What follows belongs to an exercise in optimizing a design on an open flow for small area, a short achievable clock period and few clock cycles; a production flow would make more cautious choices. At most, simulation tests tie the RTL to the original design; equivalence was not proved.

==> trial 41: inputs <==
Design canopy_fec_tx, start of the top module:
module canopy_fec_tx (
    input  wire        clk,
    input  wire        rst,         
    input  wire        start,
    input  wire [30:0] seed,
    input  wire        in_valid,
    output wire        in_ready,
    input  wire [9:0]  in_sym,
    output reg         out_valid,
    input  wire        out_ready,
    output reg  [13:0] out_trits,
    output reg         out_first    
);
==> module canopy_fec_tx, before the edit <==
module canopy_fec_tx (
    input  wire        clk,
    input  wire        rst,         
    input  wire        start,
    input  wire [30:0] seed,
    input  wire        in_valid,
    output wire        in_ready,
    input  wire [9:0]  in_sym,
    output reg         out_valid,
    input  wire        out_ready,
    output reg  [13:0] out_trits,
    output reg         out_first    
);
    localparam integer K = 528;
    localparam integer N = 544;
    localparam integer GROUPS_PER_SF = 5440;
    function [9:0] gf_mul(input [9:0] a, input [9:0] b);
        integer i;
        reg [9:0] acc;
        reg [9:0] sh;
        begin
            acc = 10'd0;
            sh  = a;
            for (i = 0; i < 10; i = i + 1) begin
                if (b[i])
                    acc = acc ^ sh;
                sh = {sh[8:0], 1'b0} ^ (sh[9] ? 10'h009 : 10'h000);
            end
            gf_mul = acc;
        end
    endfunction
    function [9:0] gen_coef(input integer i);
        case (i)
            0:  gen_coef = 10'h378;
            1:  gen_coef = 10'h3c0;
            2:  gen_coef = 10'h2ea;
            3:  gen_coef = 10'h1cd;
            4:  gen_coef = 10'h253;
            5:  gen_coef = 10'h0da;
            6:  gen_coef = 10'h269;
            7:  gen_coef = 10'h0cc;
            8:  gen_coef = 10'h01b;
            9:  gen_coef = 10'h2e8;
            10: gen_coef = 10'h3ed;
            11: gen_coef = 10'h28a;
            12: gen_coef = 10'h2d4;
            13: gen_coef = 10'h2ec;
            14: gen_coef = 10'h226;
            default: gen_coef = 10'h238;
        endcase
    endfunction
    reg  [20:0] bit_buf;
    reg  [4:0]  bit_cnt;
    wire        pop   = (bit_cnt >= 5'd11) && (!out_valid || out_ready) && !start;
    wire [4:0]  after_pop = pop ? bit_cnt - 5'd11 : bit_cnt;
    wire        room  = (after_pop <= 5'd11);
    reg  [9:0] par [0:15];
    reg  [9:0] pos;                        
    wire       in_data_phase = (pos < K);
    assign     in_ready      = in_data_phase && room && !start;
    wire       push          = room && !start && (in_data_phase ? in_valid : 1'b1);
    wire [9:0] cw_sym        = in_data_phase ? in_sym : par[15];
    wire [9:0] fb            = in_sym ^ par[15];
    integer i;
    always @(posedge clk) begin
        if (rst || start) begin
            pos <= 10'd0;
            for (i = 0; i < 16; i = i + 1)
                par[i] <= 10'd0;
        end else if (push) begin
            if (in_data_phase) begin
                par[0] <= gf_mul(fb, gen_coef(0));
                for (i = 1; i < 16; i = i + 1)
                    par[i] <= par[i-1] ^ gf_mul(fb, gen_coef(i));
            end else begin
                par[0] <= 10'd0;
                for (i = 1; i < 16; i = i + 1)
                    par[i] <= par[i-1];
            end
            pos <= (pos == N - 1) ? 10'd0 : pos + 10'd1;
        end
    end
    reg  [30:0] scr;
    reg  [30:0] scr_next;
    reg  [9:0]  key;
    integer b;
    always @(*) begin
        scr_next = scr;
        for (b = 9; b >= 0; b = b - 1) begin
            key[b]   = scr_next[30] ^ scr_next[27];
            scr_next = {scr_next[29:0], key[b]};
        end
    end
    always @(posedge clk) begin
        if (rst)
            scr <= 31'd0;
        else if (start)
            scr <= seed;
        else if (push)
            scr <= scr_next;
    end
    wire [9:0] scr_sym = cw_sym ^ key;
    reg [20:0] buf_next;
    always @(*) begin
        buf_next = pop ? {bit_buf[9:0], 11'd0} : bit_buf;
        if (push)
            buf_next = buf_next | ({scr_sym, 11'd0} >> after_pop);
    end
    always @(posedge clk) begin
        if (rst || start) begin
            bit_buf <= 21'd0;
            bit_cnt <= 5'd0;
        end else begin
            bit_buf <= buf_next;
            bit_cnt <= after_pop + (push ? 5'd10 : 5'd0);
        end
    end
    wire [10:0] group = bit_buf[20:10];
    reg  [13:0] trits;
    reg  [10:0] v;
    integer t;
    always @(*) begin
        v = group;
        for (t = 0; t < 7; t = t + 1) begin
            trits[2*t +: 2] = v % 3;
            v = v / 3;
        end
    end
    reg [12:0] grp_cnt;
    always @(posedge clk) begin
        if (rst || start) begin
            out_valid <= 1'b0;
            out_trits <= 14'd0;
            out_first <= 1'b0;
            grp_cnt   <= 13'd0;
        end else if (pop) begin
            out_valid <= 1'b1;
            out_trits <= trits;
            out_first <= (grp_cnt == 13'd0);
            grp_cnt   <= (grp_cnt == GROUPS_PER_SF - 1) ? 13'd0 : grp_cnt + 13'd1;
        end else if (out_ready) begin
            out_valid <= 1'b0;
        end
    end
endmodule
clock: 13.0 ns
lec_check: 0
cap_margin: 20
core_margin: 2
core_utilization: 40
slew_margin: 20
run.sh (not shown) runs the stock make flow with config.mk's settings and CLKGATE_MAP_FILE= SYNTH_SCRIPT=/design/flow/synth_recipe.tcl, a recipe that flattens the netlist after the stock synthesis.
==> trial 28: changes against trial 41 <==
==> flow/design.v (replaced) <==
module canopy_fec_tx (
    input  wire        clk,
    input  wire        rst,         
    input  wire        start,
    input  wire [30:0] seed,
    input  wire        in_valid,
    output wire        in_ready,
    input  wire [9:0]  in_sym,
    output reg         out_valid,
    input  wire        out_ready,
    output reg  [13:0] out_trits,
    output reg         out_first    
);
    localparam integer K = 528;
    localparam integer GROUPS_PER_SF = 5440;
    function [9:0] gf_mul(input [9:0] a, input [9:0] b);
        integer i;
        reg [9:0] acc;
        reg [9:0] sh;
        begin
            acc = 10'd0;
            sh  = a;
            for (i = 0; i < 10; i = i + 1) begin
                if (b[i])
                    acc = acc ^ sh;
                sh = {sh[8:0], 1'b0} ^ (sh[9] ? 10'h009 : 10'h000);
            end
            gf_mul = acc;
        end
    endfunction
    function [9:0] gen_coef(input integer i);
        case (i)
            0:  gen_coef = 10'h378;
            1:  gen_coef = 10'h3c0;
            2:  gen_coef = 10'h2ea;
            3:  gen_coef = 10'h1cd;
            4:  gen_coef = 10'h253;
            5:  gen_coef = 10'h0da;
            6:  gen_coef = 10'h269;
            7:  gen_coef = 10'h0cc;
            8:  gen_coef = 10'h01b;
            9:  gen_coef = 10'h2e8;
            10: gen_coef = 10'h3ed;
            11: gen_coef = 10'h28a;
            12: gen_coef = 10'h2d4;
            13: gen_coef = 10'h2ec;
            14: gen_coef = 10'h226;
            default: gen_coef = 10'h238;
        endcase
    endfunction
    reg        in_ready_r;
    reg  [9:0] sym_q;           
    reg        v_q;
    reg  [9:0] acnt;            
    reg  [3:0] pcnt;            
    reg        flush;           
    reg  [9:0] par [0:15];
    reg [30:0] scr;
    reg [19:0] gw;              
    reg  [4:0] cnt;
    reg [10:0] e_q;             
    reg        e_v, e_first;
    reg [12:0] grp_cnt;
    assign in_ready = in_ready_r;
    wire acc       = in_valid & in_ready_r & ~start & ~rst;
    wire room      = (cnt <= 5'd10);
    wire par_phase = (acnt == K[9:0]) & ~v_q;
    wire push_d    = v_q & room;
    wire push_p    = par_phase & (flush | room);
    wire push      = push_d | push_p;
    wire push_w    = push & ~flush;
    wire wrap      = push_p & (pcnt == 4'd15);
    wire [9:0] fb     = v_q ? (sym_q ^ par[15]) : 10'd0;
    wire [9:0] cw_sym = v_q ? sym_q : par[15];
    reg  [9:0] key;
    integer b;
    always @(*)
        for (b = 0; b < 10; b = b + 1)
            key[9-b] = scr[30-b] ^ scr[27-b];
    wire [9:0] s = cw_sym ^ key;
    wire [29:0] z = {gw, s};
    wire [10:0] grp = z[cnt + 5'd9 -: 11];
    wire        have = push_w ? (cnt != 5'd0) : (cnt >= 5'd11);
    wire adv_out = ~out_valid | out_ready;
    wire adv_e   = ~e_v | adv_out;
    wire pop     = adv_e & have;
    wire [4:0] cnt_next = cnt + (push_w ? 5'd10 : 5'd0) - (pop ? 5'd11 : 5'd0);
    wire [9:0] acnt_base = wrap ? 10'd0 : acnt;
    wire [9:0] acnt_next = acnt_base + {9'd0, acc};
    wire       v_next    = acc | (v_q & ~push_d);
    wire       room_next = (cnt_next <= 5'd10);
    wire [3:0] pcnt_next = push_p ? pcnt + 4'd1 : pcnt;
    wire       flush_next = flush & ~wrap;
    wire       par_next  = (acnt_next == K[9:0]) & ~v_next;
    wire       ready_next =
        ((acnt_next != K[9:0]) & (~v_next | room_next)) |
        (par_next & (pcnt_next == 4'd15) & (flush_next | room_next));
    integer i;
    always @(posedge clk) begin
        sym_q <= acc ? in_sym : sym_q;
        if (push) begin
            par[0] <= gf_mul(fb, gen_coef(0));
            for (i = 1; i < 16; i = i + 1)
                par[i] <= par[i-1] ^ gf_mul(fb, gen_coef(i));
        end
        if (push_w)
            gw <= {gw[9:0], s};
        if (start)
            scr <= seed;
        else if (push_w)
            scr <= {scr[20:0], key};
    end
    always @(posedge clk) begin
        if (rst || start) begin
            in_ready_r <= 1'b0;
            v_q        <= 1'b0;
            acnt       <= K[9:0];
            pcnt       <= 4'd0;
            flush      <= 1'b1;
            cnt        <= 5'd0;
        end else begin
            in_ready_r <= ready_next;
            v_q        <= v_next;
            acnt       <= acnt_next;
            pcnt       <= pcnt_next;
            flush      <= flush_next;
            cnt        <= cnt_next;
        end
    end
    reg  [13:0] trits;
    reg  [10:0] v;
    integer t;
    always @(*) begin
        v = e_q;
        for (t = 0; t < 7; t = t + 1) begin
            trits[2*t +: 2] = v % 3;
            v = v / 3;
        end
    end
    always @(posedge clk) begin
        if (rst || start) begin
            e_v       <= 1'b0;
            out_valid <= 1'b0;
            grp_cnt   <= 13'd0;
        end else begin
            if (adv_e) begin
                e_v <= have;
                if (have) begin
                    e_q     <= grp;
                    e_first <= (grp_cnt == 13'd0);
                    grp_cnt <= (grp_cnt == GROUPS_PER_SF - 1) ? 13'd0 : grp_cnt + 13'd1;
                end
            end
            if (adv_out) begin
                out_valid <= e_v;
                out_trits <= trits;
                out_first <= e_first;
            end
        end
    end
endmodule
- ABC_AREA: not set -> 1
==> comparison table <==
Status: trial 41 no timing/DRC/antenna violations; trial 28 no timing/DRC/antenna violations
Fill cell total of the finished layout: trial 41 4755; trial 28 4652
Worst reg-to-reg path cell count: trial 41 56; trial 28 87
Critical-path top delay cell: trial 41 sky130_fd_sc_hd__or4_4; trial 28 sky130_fd_sc_hd__edfxtp_1
Largest area contributor in the netlist: trial 41 sky130_fd_sc_hd__dfxtp_1; trial 28 sky130_fd_sc_hd__edfxtp_1
Post-route fraction of the period consumed by the critical path: trial 41 95.5%; trial 28 92.1%
Dpl cells: trial 41 3094; trial 28 3035
Met2 WL post-DR: trial 41 27.5 mm; trial 28 23.1 mm
Layout clock buffer count: trial 41 43; trial 28 48
Number of non-clock inverters in the layout: trial 41 35; trial 28 310
Final instance area: trial 41 22000 um^2; trial 28 22700 um^2
Maximum number of pins on one net before global-route repair: trial 41 156; trial 28 161
Antenna Diode Count: trial 41 0; trial 28 2
Sequential standard cell area: trial 41 5130 um^2; trial 28 8190 um^2
Post-synthesis instance total: trial 41 2496; trial 28 2345
Testbench counts of trial 41, summed over its fixed seeds: cycles 52,240.
No functional check of the RTL was part of trial 28.

[port drivers added, routing unchanged]
The flow's constraints put no driver on any port. The routed layouts listed below were extracted and timed again, unchanged, in two steps.
Step 1, drivers: a clkbuf_16 drives clk and a buf_2 each remaining input, both assumed.
Step 2, shift: input delay + t, output delay - t, t = (earliest + latest rising clock arrival at the registers) / 2. This alone moves slack from input paths to output paths.
Three values: no drivers, after step 1, after step 2; two values: the first two.
run | shift t [ns] | setup WS [ns] | hold slack, ns | worst setup path after step 2 | clock arrival spread, ns
trial 41 | 0.617 | 0.584 / 0.584 / 0.584 | 0.453 / 0.453 / 0.453 | register to register | 0.029 / 0.029
trial 28 | 0.585 | 1.025 / 1.025 / 1.025 | 0.436 / 0.436 / 0.436 | register to register | 0.021 / 0.021
After both steps every run listed still meets setup and hold.
